This is an optimization exercise on Yosys and OpenROAD, whose aim is small area, a short achievable clock period and few clock cycles per item, not a production implementation. In this exercise RTL edits were held to simulation tests only and were not proved equivalent to the original. Power is estimated from default activity; no workload was simulated.

**flow/config.mk**
```make
export PLATFORM = sky130hd
export DESIGN_NAME = kgroup_dot
export DESIGN_NICKNAME = kgroup_dot
export VERILOG_FILES = /design/flow/design.v
export SDC_FILE = /design/flow/constraint.sdc
export NUM_CORES = 4
export LEC_CHECK = 0
export CAP_MARGIN = 20
export CORE_MARGIN = 2
export CORE_UTILIZATION = 40
export PLACE_DENSITY = 0.6
export SLEW_MARGIN = 20
```
**flow/constraint.sdc**
```tcl
create_clock -name core_clock -period 14.0 [get_ports {clk}]
set_input_delay 2.8000 -clock core_clock [delete_from_list [all_inputs] [get_ports {clk}]]
set_output_delay 2.8000 -clock core_clock [all_outputs]
set_load 0.01 [all_outputs]
```
**flow/design.v**
```verilog
module kgroup_dot (
    input  wire        clk,
    input  wire        rst,
    input  wire        in_valid,
    output wire        in_ready,
    input  wire [15:0] in_a,
    input  wire [15:0] in_b,
    input  wire        in_a_fp16,
    input  wire        in_b_fp16,
    input  wire        in_narrow,
    output reg         out_valid,
    output reg  [31:0] out_result
);
    localparam integer W  = 55;    
    localparam integer CW = 7;     
    assign in_ready = 1'b1;
    reg  [4:0]  cnt;
    reg         g_afp, g_bfp, g_nar;           
    reg         r0_v, r0_first, r0_last;
    reg  [15:0] r0_a, r0_b;
    reg         r0_afp, r0_bfp, r0_nar;
    always @(posedge clk) begin
        if (rst) begin
            cnt  <= 5'd0;
            r0_v <= 1'b0;
        end else begin
            r0_v <= in_valid;
            if (in_valid) begin
                cnt <= cnt + 5'd1;
                if (cnt == 5'd0) begin
                    g_afp <= in_a_fp16;
                    g_bfp <= in_b_fp16;
                    g_nar <= in_narrow;
                end
            end
        end
        r0_a     <= in_a;
        r0_b     <= in_b;
        r0_first <= (cnt == 5'd0);
        r0_last  <= (cnt == 5'd31);
        r0_afp   <= (cnt == 5'd0) ? in_a_fp16 : g_afp;
        r0_bfp   <= (cnt == 5'd0) ? in_b_fp16 : g_bfp;
        r0_nar   <= (cnt == 5'd0) ? in_narrow : g_nar;
    end
    reg        a_sign, a_nan, a_inf;
    reg [10:0] a_sig;
    reg signed [9:0] a_exp;
    reg        b_sign, b_nan, b_inf;
    reg [10:0] b_sig;
    reg signed [9:0] b_exp;
    always @* begin
        a_sign = r0_a[15];
        if (r0_afp) begin
            a_nan  = (r0_a[14:10] == 5'h1f) && (r0_a[9:0] != 10'd0);
            a_inf  = (r0_a[14:10] == 5'h1f) && (r0_a[9:0] == 10'd0);
            a_sig  = {(r0_a[14:10] != 5'd0), r0_a[9:0]};
            a_exp  = (r0_a[14:10] != 5'd0) ? $signed({5'd0, r0_a[14:10]}) - 10'sd25 : -10'sd24;
        end else begin
            a_nan  = (r0_a[14:7] == 8'hff) && (r0_a[6:0] != 7'd0);
            a_inf  = (r0_a[14:7] == 8'hff) && (r0_a[6:0] == 7'd0);
            a_sig  = {(r0_a[14:7] != 8'd0), r0_a[6:0], 3'b000};
            a_exp  = (r0_a[14:7] != 8'd0) ? $signed({2'd0, r0_a[14:7]}) - 10'sd137 : -10'sd136;
        end
        b_sign = r0_b[15];
        if (r0_bfp) begin
            b_nan  = (r0_b[14:10] == 5'h1f) && (r0_b[9:0] != 10'd0);
            b_inf  = (r0_b[14:10] == 5'h1f) && (r0_b[9:0] == 10'd0);
            b_sig  = {(r0_b[14:10] != 5'd0), r0_b[9:0]};
            b_exp  = (r0_b[14:10] != 5'd0) ? $signed({5'd0, r0_b[14:10]}) - 10'sd25 : -10'sd24;
        end else begin
            b_nan  = (r0_b[14:7] == 8'hff) && (r0_b[6:0] != 7'd0);
            b_inf  = (r0_b[14:7] == 8'hff) && (r0_b[6:0] == 7'd0);
            b_sig  = {(r0_b[14:7] != 8'd0), r0_b[6:0], 3'b000};
            b_exp  = (r0_b[14:7] != 8'd0) ? $signed({2'd0, r0_b[14:7]}) - 10'sd137 : -10'sd136;
        end
    end
    wire a_zero = !a_nan && !a_inf && (a_sig == 11'd0);
    wire b_zero = !b_nan && !b_inf && (b_sig == 11'd0);
    reg         r1_v, r1_first, r1_last, r1_nar;
    reg  [21:0] r1_sig;
    reg  signed [9:0] r1_exp;
    reg         r1_sign, r1_nan, r1_inf, r1_zero;
    always @(posedge clk) begin
        if (rst) r1_v <= 1'b0;
        else     r1_v <= r0_v;
        r1_first <= r0_first;
        r1_last  <= r0_last;
        r1_nar   <= r0_nar;
        r1_sig   <= a_sig * b_sig;
        r1_exp   <= a_exp + b_exp;
        r1_sign  <= a_sign ^ b_sign;
        r1_nan   <= a_nan || b_nan || (a_inf && b_zero) || (b_inf && a_zero);
        r1_inf   <= a_inf || b_inf;
        r1_zero  <= a_zero || b_zero;
    end
    wire p_nan  = r1_nan;
    wire p_inf  = !r1_nan && r1_inf;
    wire p_nz   = !r1_nan && !r1_inf && !r1_zero;
    wire p_zero = !r1_nan && !r1_inf && r1_zero;
    reg [4:0] p_msb, p_lsb;
    integer k;
    always @* begin
        p_msb = 5'd0;
        for (k = 0; k < 22; k = k + 1)
            if (r1_sig[k]) p_msb = k[4:0];
        p_lsb = 5'd0;
        for (k = 21; k >= 0; k = k - 1)
            if (r1_sig[k]) p_lsb = k[4:0];
    end
    reg         r2_v, r2_first, r2_last, r2_nar;
    reg  [21:0] r2_sig;
    reg  signed [9:0]  r2_exp;
    reg  signed [10:0] r2_log2, r2_low;
    reg         r2_sign, r2_nan, r2_inf, r2_nz, r2_zero;
    always @(posedge clk) begin
        if (rst) r2_v <= 1'b0;
        else     r2_v <= r1_v;
        r2_first <= r1_first;
        r2_last  <= r1_last;
        r2_nar   <= r1_nar;
        r2_sig   <= r1_sig;
        r2_exp   <= r1_exp;
        r2_log2  <= $signed({r1_exp[9], r1_exp}) + $signed({6'd0, p_msb});
        r2_low   <= $signed({r1_exp[9], r1_exp}) + $signed({6'd0, p_lsb});
        r2_sign  <= r1_sign;
        r2_nan   <= p_nan;
        r2_inf   <= p_inf;
        r2_nz    <= p_nz;
        r2_zero  <= p_zero;
    end
    reg         any_nan, any_pinf, any_ninf, any_nz, all_negzero;
    reg  signed [10:0] emax, min_low;
    reg  [5:0]  ptr;
    wire        nz_prev  = r2_first ? 1'b0 : any_nz;
    wire signed [11:0] dlt = $signed({r2_log2[10], r2_log2}) - $signed({emax[10], emax});
    wire        newmax   = r2_nz && (!nz_prev || (dlt > 12'sd0));
    wire        clr_all  = r2_nz && (!nz_prev || (dlt > 12'sd48));
    wire signed [10:0] emax_n = newmax ? r2_log2 : emax;
    wire [6:0]  ptr_sum  = {1'b0, ptr} + {1'b0, dlt[5:0]};
    wire [5:0]  ptr_n    = clr_all ? 6'd0 : !newmax ? ptr :
                           ((ptr_sum >= W) ? ptr_sum - W : ptr_sum[5:0]);
    wire signed [10:0] min_low_n = (r2_nz && (!nz_prev || (r2_low < min_low))) ? r2_low : min_low;
    wire signed [11:0] spos = $signed({{2{r2_exp[9]}}, r2_exp}) - $signed({emax_n[10], emax_n}) + 12'sd48;
    wire any_nan_n     = (r2_first ? 1'b0 : any_nan)  || r2_nan;
    wire any_pinf_n    = (r2_first ? 1'b0 : any_pinf) || (r2_inf && !r2_sign);
    wire any_ninf_n    = (r2_first ? 1'b0 : any_ninf) || (r2_inf && r2_sign);
    wire any_nz_n      = nz_prev || r2_nz;
    wire all_negzero_n = (r2_first ? 1'b1 : all_negzero) && r2_zero && r2_sign;
    reg         r3_v, r3_last, r3_nz, r3_sign;
    reg  [21:0] r3_sig;
    reg  signed [11:0] r3_spos;
    reg  [5:0]  r3_ptr, r3_mstart;
    reg  [5:0]  r3_mlen;               
    reg         c_nar, c_nan, c_pinf, c_ninf, c_nz, c_negzero;
    reg  signed [10:0] c_emax, c_min_low;
    reg  [5:0]  c_ptr;
    always @(posedge clk) begin
        if (rst) r3_v <= 1'b0;
        else     r3_v <= r2_v;
        if (r2_v) begin
            any_nan     <= any_nan_n;
            any_pinf    <= any_pinf_n;
            any_ninf    <= any_ninf_n;
            any_nz      <= any_nz_n;
            all_negzero <= all_negzero_n;
            emax        <= emax_n;
            min_low     <= min_low_n;
            ptr         <= ptr_n;
        end
        if (r2_v && r2_last) begin
            c_nar     <= r2_nar;
            c_nan     <= any_nan_n;
            c_pinf    <= any_pinf_n;
            c_ninf    <= any_ninf_n;
            c_nz      <= any_nz_n;
            c_negzero <= all_negzero_n;
            c_emax    <= emax_n;
            c_min_low <= min_low_n;
            c_ptr     <= ptr_n;
        end
        r3_last   <= r2_last;
        r3_nz     <= r2_nz;
        r3_sign   <= r2_sign;
        r3_sig    <= r2_sig;
        r3_spos   <= spos;
        r3_ptr    <= ptr_n;
        r3_mstart <= ptr;
        r3_mlen   <= clr_all ? W[5:0] : (newmax ? dlt[5:0] : 6'd0);
    end
    wire        s_neg = r3_spos[11];
    wire [11:0] s_rsh = -r3_spos;
    wire [21:0] v_dr  = (s_rsh > 12'd21) ? 22'd0 : (r3_sig >> s_rsh[4:0]);
    wire [21:0] v_in  = !r3_nz ? 22'd0 : (s_neg ? v_dr : r3_sig);
    wire [5:0]  a_off = s_neg ? 6'd0 : r3_spos[5:0];
    wire [6:0]  rot_s = {1'b0, r3_ptr} + {1'b0, a_off};
    wire [5:0]  rot   = (rot_s >= W) ? rot_s - W : rot_s[5:0];
    function [W-1:0] rotl;
        input [W-1:0] x;
        input [5:0]   n;
        reg   [W-1:0] y;
        begin
            y = x;
            if (n[0]) y = {y[W-2:0], y[W-1]};
            if (n[1]) y = {y[W-3:0], y[W-1:W-2]};
            if (n[2]) y = {y[W-5:0], y[W-1:W-4]};
            if (n[3]) y = {y[W-9:0], y[W-1:W-8]};
            if (n[4]) y = {y[W-17:0], y[W-1:W-16]};
            if (n[5]) y = {y[W-33:0], y[W-1:W-32]};
            rotl = y;
        end
    endfunction
    wire [W-1:0] vec = rotl({{(W-22){1'b0}}, v_in}, rot);
    wire [6:0] m_end_s = {1'b0, r3_mstart} + {1'b0, r3_mlen};
    wire       m_wrap  = (m_end_s >= W);
    wire [5:0] m_end   = m_wrap ? m_end_s - W : m_end_s[5:0];
    reg  [W-1:0] mask;
    integer c;
    always @* begin
        for (c = 0; c < W; c = c + 1) begin
            if (r3_mlen >= W)
                mask[c] = 1'b1;
            else if (m_wrap)
                mask[c] = (c >= r3_mstart) || (c < m_end);
            else
                mask[c] = (c >= r3_mstart) && (c < m_end);
        end
    end
    reg          r4_v, r4_last, r4_neg;
    reg  [W-1:0] r4_vec, r4_mask;
    always @(posedge clk) begin
        if (rst) r4_v <= 1'b0;
        else     r4_v <= r3_v;
        r4_last <= r3_last;
        r4_neg  <= r3_sign;
        r4_vec  <= vec;
        r4_mask <= mask;
    end
    reg  [CW-1:0] col [0:W-1];
    reg           r5_fin;
    integer i;
    always @(posedge clk) begin
        if (rst) r5_fin <= 1'b0;
        else     r5_fin <= r4_v && r4_last;
        if (r4_v) begin
            for (i = 0; i < W; i = i + 1)
                col[i] <= (r4_mask[i] ? {CW{1'b0}} : col[i])
                        + (r4_vec[i] ? (r4_neg ? {CW{1'b1}} : {{(CW-1){1'b0}}, 1'b1}) : {CW{1'b0}});
        end
    end
    reg [W-1:0] pl [0:CW-1];
    integer j;
    always @* begin
        for (j = 0; j < CW; j = j + 1)
            for (i = 0; i < W; i = i + 1)
                pl[j][(i + j) % W] = col[i][j];
        pl[CW-1] = ~pl[CW-1];      
    end
    function [2*W-1:0] csa;         
        input [W-1:0] x, y, z;
        reg   [W-1:0] s, m;
        begin
            s = x ^ y ^ z;
            m = (x & y) | (x & z) | (y & z);
            csa = {m[W-2:0], m[W-1], s};
        end
    endfunction
    wire [2*W-1:0] l1a = csa(pl[0], pl[1], pl[2]);
    wire [2*W-1:0] l1b = csa(pl[3], pl[4], pl[5]);
    wire [2*W-1:0] l2a = csa(l1a[W-1:0], l1a[2*W-1:W], l1b[W-1:0]);
    wire [2*W-1:0] l2b = csa(l1b[2*W-1:W], pl[6], l2a[W-1:0]);
    wire [2*W-1:0] l3  = csa(l2a[2*W-1:W], l2b[W-1:0], l2b[2*W-1:W]);
    reg          q1_v;
    reg  [W-1:0] q1_x, q1_y;
    always @(posedge clk) begin
        if (rst) q1_v <= 1'b0;
        else     q1_v <= r5_fin;
        q1_x <= l3[W-1:0];
        q1_y <= l3[2*W-1:W];
    end
    wire [W:0]   sum0 = {1'b0, q1_x} + {1'b0, q1_y};
    wire [W-1:0] sum1 = sum0[W-1:0] + {{(W-1){1'b0}}, sum0[W]};
    reg          q2_v;
    reg  [W-1:0] q2_s;
    always @(posedge clk) begin
        if (rst) q2_v <= 1'b0;
        else     q2_v <= q1_v;
        q2_s <= sum1;
    end
    wire [W-1:0] t_oc = rotl(q2_s, (c_ptr == 6'd0) ? 6'd0 : W[5:0] - c_ptr);
    wire         t_neg = t_oc[W-1];
    wire [W-2:0] t_mag = t_neg ? ~t_oc[W-2:0] : t_oc[W-2:0];
    reg [5:0] t_msb;
    always @* begin
        t_msb = 6'd0;
        for (j = 0; j < W-1; j = j + 1)
            if (t_mag[j]) t_msb = j[5:0];
    end
    reg          q3_v, n_neg, n_zero;
    reg  [55:0]  n_mag;
    reg  [5:0]   n_msb;
    always @(posedge clk) begin
        if (rst) q3_v <= 1'b0;
        else     q3_v <= q2_v;
        n_neg  <= t_neg;
        n_zero <= (t_mag == {(W-1){1'b0}});
        n_mag  <= {{(57-W){1'b0}}, t_mag};
        n_msb  <= t_msb;
    end
    wire narrow = c_nar;
    reg signed [12:0] lsb, e_val, q_exp, r;
    reg [5:0]  rs;
    reg [55:0] sh_kept;
    reg        sh_guard, sh_rest;
    always @* begin
        lsb   = $signed({{2{c_emax[10]}}, c_emax}) - 13'sd48;
        e_val = lsb + $signed({7'd0, n_msb});
        if (narrow)
            q_exp = (e_val - 13'sd7 > -13'sd133) ? e_val - 13'sd7 : -13'sd133;
        else
            q_exp = (e_val - 13'sd23 > -13'sd149) ? e_val - 13'sd23 : -13'sd149;
        r = q_exp - lsb;
        if (r <= 13'sd0) begin
            rs       = 6'd0;
            sh_kept  = n_mag << (-r);
            sh_guard = 1'b0;
            sh_rest  = 1'b0;
        end else begin
            rs       = (r > 13'sd56) ? 6'd56 : r[5:0];
            sh_kept  = n_mag >> rs;
            sh_guard = n_mag[rs - 6'd1];
            sh_rest  = ((n_mag & ((56'd1 << (rs - 6'd1)) - 56'd1)) != 56'd0);
        end
    end
    wire sticky = (c_min_low < c_emax - 11'sd48);
    reg        q4_v, q4_neg, q4_zero, q4_sticky;
    reg [25:0] k_kept;
    reg        k_guard, k_rest;
    reg [9:0]  k_field;
    always @(posedge clk) begin
        if (rst) q4_v <= 1'b0;
        else     q4_v <= q3_v;
        q4_neg    <= n_neg;
        q4_zero   <= n_zero;
        q4_sticky <= sticky;
        k_kept    <= sh_kept[25:0];
        k_guard   <= sh_guard;
        k_rest    <= sh_rest;
        k_field   <= narrow ? q_exp[9:0] + 10'd133 : q_exp[9:0] + 10'd149;
    end
    wire        up   = k_guard && (k_rest || q4_sticky || k_kept[0]);
    wire [35:0] bits = {10'd0, k_kept} + {35'd0, up}
                     + (narrow ? {19'd0, k_field, 7'd0} : {3'd0, k_field, 23'd0});
    wire [35:0] lim  = narrow ? 36'h0_0000_7f80 : 36'h0_7f80_0000;
    reg [31:0] rnd_result;
    always @* begin
        if (c_nan || (c_pinf && c_ninf))
            rnd_result = narrow ? 32'h0000_7fc0 : 32'h7fc0_0000;
        else if (c_pinf)
            rnd_result = narrow ? 32'h0000_7f80 : 32'h7f80_0000;
        else if (c_ninf)
            rnd_result = narrow ? 32'h0000_ff80 : 32'hff80_0000;
        else if (!c_nz)
            rnd_result = c_negzero ? (narrow ? 32'h0000_8000 : 32'h8000_0000) : 32'd0;
        else if (q4_zero)
            rnd_result = 32'd0;
        else if (bits >= lim)
            rnd_result = narrow ? {16'd0, q4_neg, 15'h7f80} : {q4_neg, 31'h7f80_0000};
        else
            rnd_result = narrow ? {16'd0, q4_neg, bits[14:0]} : {q4_neg, bits[30:0]};
    end
    always @(posedge clk) begin
        if (rst) out_valid <= 1'b0;
        else     out_valid <= q4_v;
        out_result <= rnd_result;
    end
endmodule
```
**flow/run.sh**
```bash
#!/bin/bash
# synth_recipe.tcl (not shown) runs the flow's synth.tcl, then flattens the netlist and writes it again
# the make line also repeats each setting of config.mk as NAME=value (left out here)
make -C /OpenROAD-flow-scripts/flow DESIGN_CONFIG=/design/flow/config.mk WORK_HOME=/design/flow/orfs CLKGATE_MAP_FILE= SYNTH_SCRIPT=/design/flow/synth_recipe.tcl finish
```
==> run summary <==
## Synth
- simple-gate share of the synthesized area: 13.3%
- number of flip-flops and latches in the synthesized netlist: 1,076
- Yosys warning count: 3
- multiplexer share of the synthesized area: 8.30%
- fraction of synthesized cell area in xor and xnor cells: 6.87%
- combinational family with the most area after synthesis: adder cells
- Synth Flop Type: sky130_fd_sc_hd__dfxtp_1
- Post-synth EDFFs: 455
- sequential area share after synthesis: 31.0%
- proportion of synthesized flip-flops having asynchronous set or reset: 0%
- cell area after synthesis: 84,100 µm²
- Mapped Avg Cell Area: 9.31 µm²
- Adder-Cell Fraction of Synth Area: 19.5%
- Net Count, Synth: 10,100
- Mapped Cells: 9,037
- Unique masters post-synth: 115
- Compound-Gate Fraction of Synth Area: 14.5%

## Global routing
- global-route met2 utilization: 37.5%
- met3 Usage GRT: 2.47%
- antenna violations before repair: 15
- Top Usage Layer GRT: met2
- global routing usage on met1: 31.8%
- via count of the first global-routing pass: 65,000
- global-route usage over all layers: 23.1%
- wire length of the first global-routing pass: 389,000 µm
- Congestion Overflow GR: 0
- pin count of the biggest net entering global routing: 150

## Placement
- number of port buffers: 70
- pre-CTS setup slack: 2.05 ns
- GPL Wtd Cong: 0.964
- Detailed Place HPWL: 197,000 µm

## Worst setup path
- CP Data Arrival Time: 12.72 ns
- kind of critical path: flop to flop
- worst-path cell with the longest stage delay: sky130_fd_sc_hd__ha_1
- CP Data Required Time: 14.66 ns
- crit end category: flop
- largest driver fanout on the critical path: 24
- Largest stage delay, worst path: 0.82 ns
- startpoint kind of the worst setup timing path: flop

## CTS
- buffers inserted by post-CTS timing repair: 0
- clock tree from TritonCTS: yes
- total clock buffers created by CTS: 119
- cells resized by post-CTS repair: 0
- number of buffers inserted by hold repair at cts: 0
- Clock Tree Root: sky130_fd_sc_hd__clkbuf_16
- Clock Path Buffers: 3
- clock transition at the register clock pins on the worst setup and hold paths after CTS: 0.07 ns
- CTS sink cnt: 1,076
- maximum level of the CTS H-tree: 3
- Worst-Skew Late Latency: 0.81 ns

## Drt
- routed wire length: 252,000 µm
- per-cell routed wire length: 21.1 µm
- DRC: 0
- via total after detailed routing: 65,300
- Avg Vias per Cell: 5.47
- residual antenna-violating net count after detailed routing: 0
- number of design-rule violations left by the first detailed-router iteration: 4,958
- number of iterations in the first detailed-routing pass: 7

## Power and ir drop
- power per unit of standard cell area: 205 nW/µm²
- largest vdd supply drop: 0.148 mV
- leakage power of the design: 41.3 nW

## STA
- portion of the clock cycle consumed by the worst path in the final layout: 86.1%
- post-route setup slack: 1.94 ns
- time the worst path needs with I/O delays and setup: 12.06 ns
- highest attainable clock frequency: 83.0 MHz
- Pins Over Slew Limit: 0
- aggregate negative setup slack: 0 ns
- endpoints failing hold: 0
- Post-Route Skew: 0.0767 ns
- Max-slew headroom: 21.3%
- transition time at the pin with the least slew margin: 1.17 ns
- RSZ-0062 raised after global routing: no
- final setup violating endpoints: 0

## Cells and area
- Layout Nets: 10,100
- Area Growth Syn to Fin: 9.65%
- layout cell share with drive strength beyond 1: 6.68%

## Floorplanning
- Die Ht: 463 µm
- die extent in x: 463 µm
- initial core utilization: 40.2%
- Die Outline Area: 214,000 µm²
- number of top-level pins: 72
- Std-Cell Core Area: 209,000 µm²
- site row count: 168

## Outcome
- run status: no timing/DRC/antenna violations

## Run
- count of maximum capacitance violations: 0

## Hold path
- kind of path behind the tightest hold check: flop to flop

-- cell type report --
cell class | count | area (µm²)
diodes | 7 | 17.5
multi-input cells | 6541 | 52700
clock buffers | 171 | 3600
flip-flops and latches | 1076 | 26100
fillers | 20200 | 117000
well taps | 2805 | 3510
inverters | 1111 | 4170
repair buffers | 165 | 1450
clock inverters | 57 | 641
-- synthesized netlist by cell type, drive strengths merged, types with 228 or more instances --
| library cell | number | area share, % |
|---|---|---|
| a21oi | 633 | 3.8 |
| clkbuf | 228 | 1.0 |
| dfxtp | 621 | 15 |
| edfxtp | 455 | 16 |
| fa | 421 | 10 |
| ha | 622 | 9.3 |
| inv | 1109 | 4.9 |
| mux2i | 376 | 4.5 |
| nand2 | 696 | 3.1 |
| nor2 | 614 | 2.8 |
| nor2b | 278 | 2.1 |
| o21ai | 331 | 2.0 |
| xnor2 | 516 | 5.4 |
-- cell usage in the layout, fill, tap and decap left out, types with 56 or more instances in the layout --
master,count
sky130_fd_sc_hd__mux2_2,139
sky130_fd_sc_hd__nor2b_1,278
sky130_fd_sc_hd__a21oi_1,629
sky130_fd_sc_hd__nand2b_1,109
sky130_fd_sc_hd__xnor2_1,506
sky130_fd_sc_hd__ha_1,622
sky130_fd_sc_hd__nand3_1,152
sky130_fd_sc_hd__o21bai_1,161
sky130_fd_sc_hd__clkbuf_16,130
sky130_fd_sc_hd__clkdlybuf4s50_1,70
sky130_fd_sc_hd__o21ai_0,305
sky130_fd_sc_hd__mux2i_1,374
sky130_fd_sc_hd__inv_1,1105
sky130_fd_sc_hd__and3_1,56
sky130_fd_sc_hd__nor2_1,610
sky130_fd_sc_hd__a21o_1,203
sky130_fd_sc_hd__o22ai_1,63
sky130_fd_sc_hd__nor3_1,125
sky130_fd_sc_hd__nand2_1,696
sky130_fd_sc_hd__xor2_1,134
sky130_fd_sc_hd__edfxtp_1,455
sky130_fd_sc_hd__buf_4,93
sky130_fd_sc_hd__mux4_2,70
sky130_fd_sc_hd__dfxtp_1,618
sky130_fd_sc_hd__fa_1,421
-- flip-flops by register name, indices dropped and copies added (netlist names), 22 cells and up --
name and flops:
col 385, k_kept 26, n_mag 54, out_result 32, q1_x 55, q1_y 55, q2_s 55, r1_sig 22
r2_sig 22, r3_sig 22, r4_mask 55, r4_vec 55
-- metal layers --
layer,up-vias,share of wire [%]
li1,31100,-
met1,31900,45
met2,1869,46
met3,428,5.3
met4,8,3.5
met5,-,0.021
-- power by group --
part	leakage, nW	switching, mW	internal (mW)
logic	29.9	6.52	4.05
clock network	2.07	1.41	1.92
registers	9.38	0.947	4.06
-- worst max-delay path: cells and delay by family, from the launching register on --
kind,cells,cell delay (ns)
fa+ha+maj,5,2.20
xor+xnor,2,0.57
simple gates,14,3.73
compound gates,14,4.53
flops,1,0.42
buf+inv,3,0.47
-- final timing paths --
path                  startpoint            endpoint  slack (ns)  depth (start not counted)
max          c_emax[0]$_DFFE_PP_   k_rest$_SDFF_PN0_        1.94                         38
min           r2_sig[21]$_DFF_P_  r3_sig[21]$_DFF_P_        0.29                          0
max reg2reg  c_emax[0]$_DFFE_PP_   k_rest$_SDFF_PN0_        1.94                         38
min reg2reg   r2_sig[21]$_DFF_P_  r3_sig[21]$_DFF_P_        0.29                          0
-- per-stage QoR --
step | utilization [%] | power [mW] | cells | cell area, µm² | hold WS, ns
6_report | 44.0 | 18.9 | 11900 | 92200 | 0.290
3_5_place_dp | 42.0 | 15.4 | 11700 | 87900 | 0.312
3_3_place_gp | 42.0 | 15.3 | 11700 | 87900 | 0.312
4_1_cts | 44.0 | 18.8 | 11900 | 92200 | 0.287
5_1_grt | 44.0 | 20.2 | 11900 | 92200 | 0.310
2_1_floorplan | - | 12.1 | 9037 | 84100 | 0.310
-- cell families (layout without fill, tap and decap cells) --
kind of cell	after synthesis	after routing
xor+xnor	655	655
fa+ha+maj	1062	1062
compound gates	1895	1895
buf+inv	1420	1504
other cells	1	8
simple gates	2337	2337
mux	591	591
flops	1076	1076
Testbench counts, summed over its fixed seeds: cycles 10,328, items 320.

## separate check: timing with driven ports
The results above use ideal ports. As a check the final layout listed here was re-extracted and re-timed, cells and wires unchanged. Step 1, drivers: a clkbuf_16 drives clk and a buf_2 each remaining input, both assumed. Step 2 moves the port delays by t, midway between the first and last clock arrival at a register: inputs arrive t later, outputs are due t later. That takes back most of the time a late clock gives input paths. Slacks: ideal ports / drivers / drivers and shift; pairs: ideal ports / drivers.
t, ns: 0.854
setup slack, ns: 1.945 / 1.945 / 1.945
worst setup path after step 2: register to register
worst data-port slew with drivers (ns): 0.05
pins driven straight from the clock port: 1
After both steps setup and hold are still met in this run. For this run, drivers alone change the setup slack by 0.000 ns; drivers and shift together by 0.000 ns.
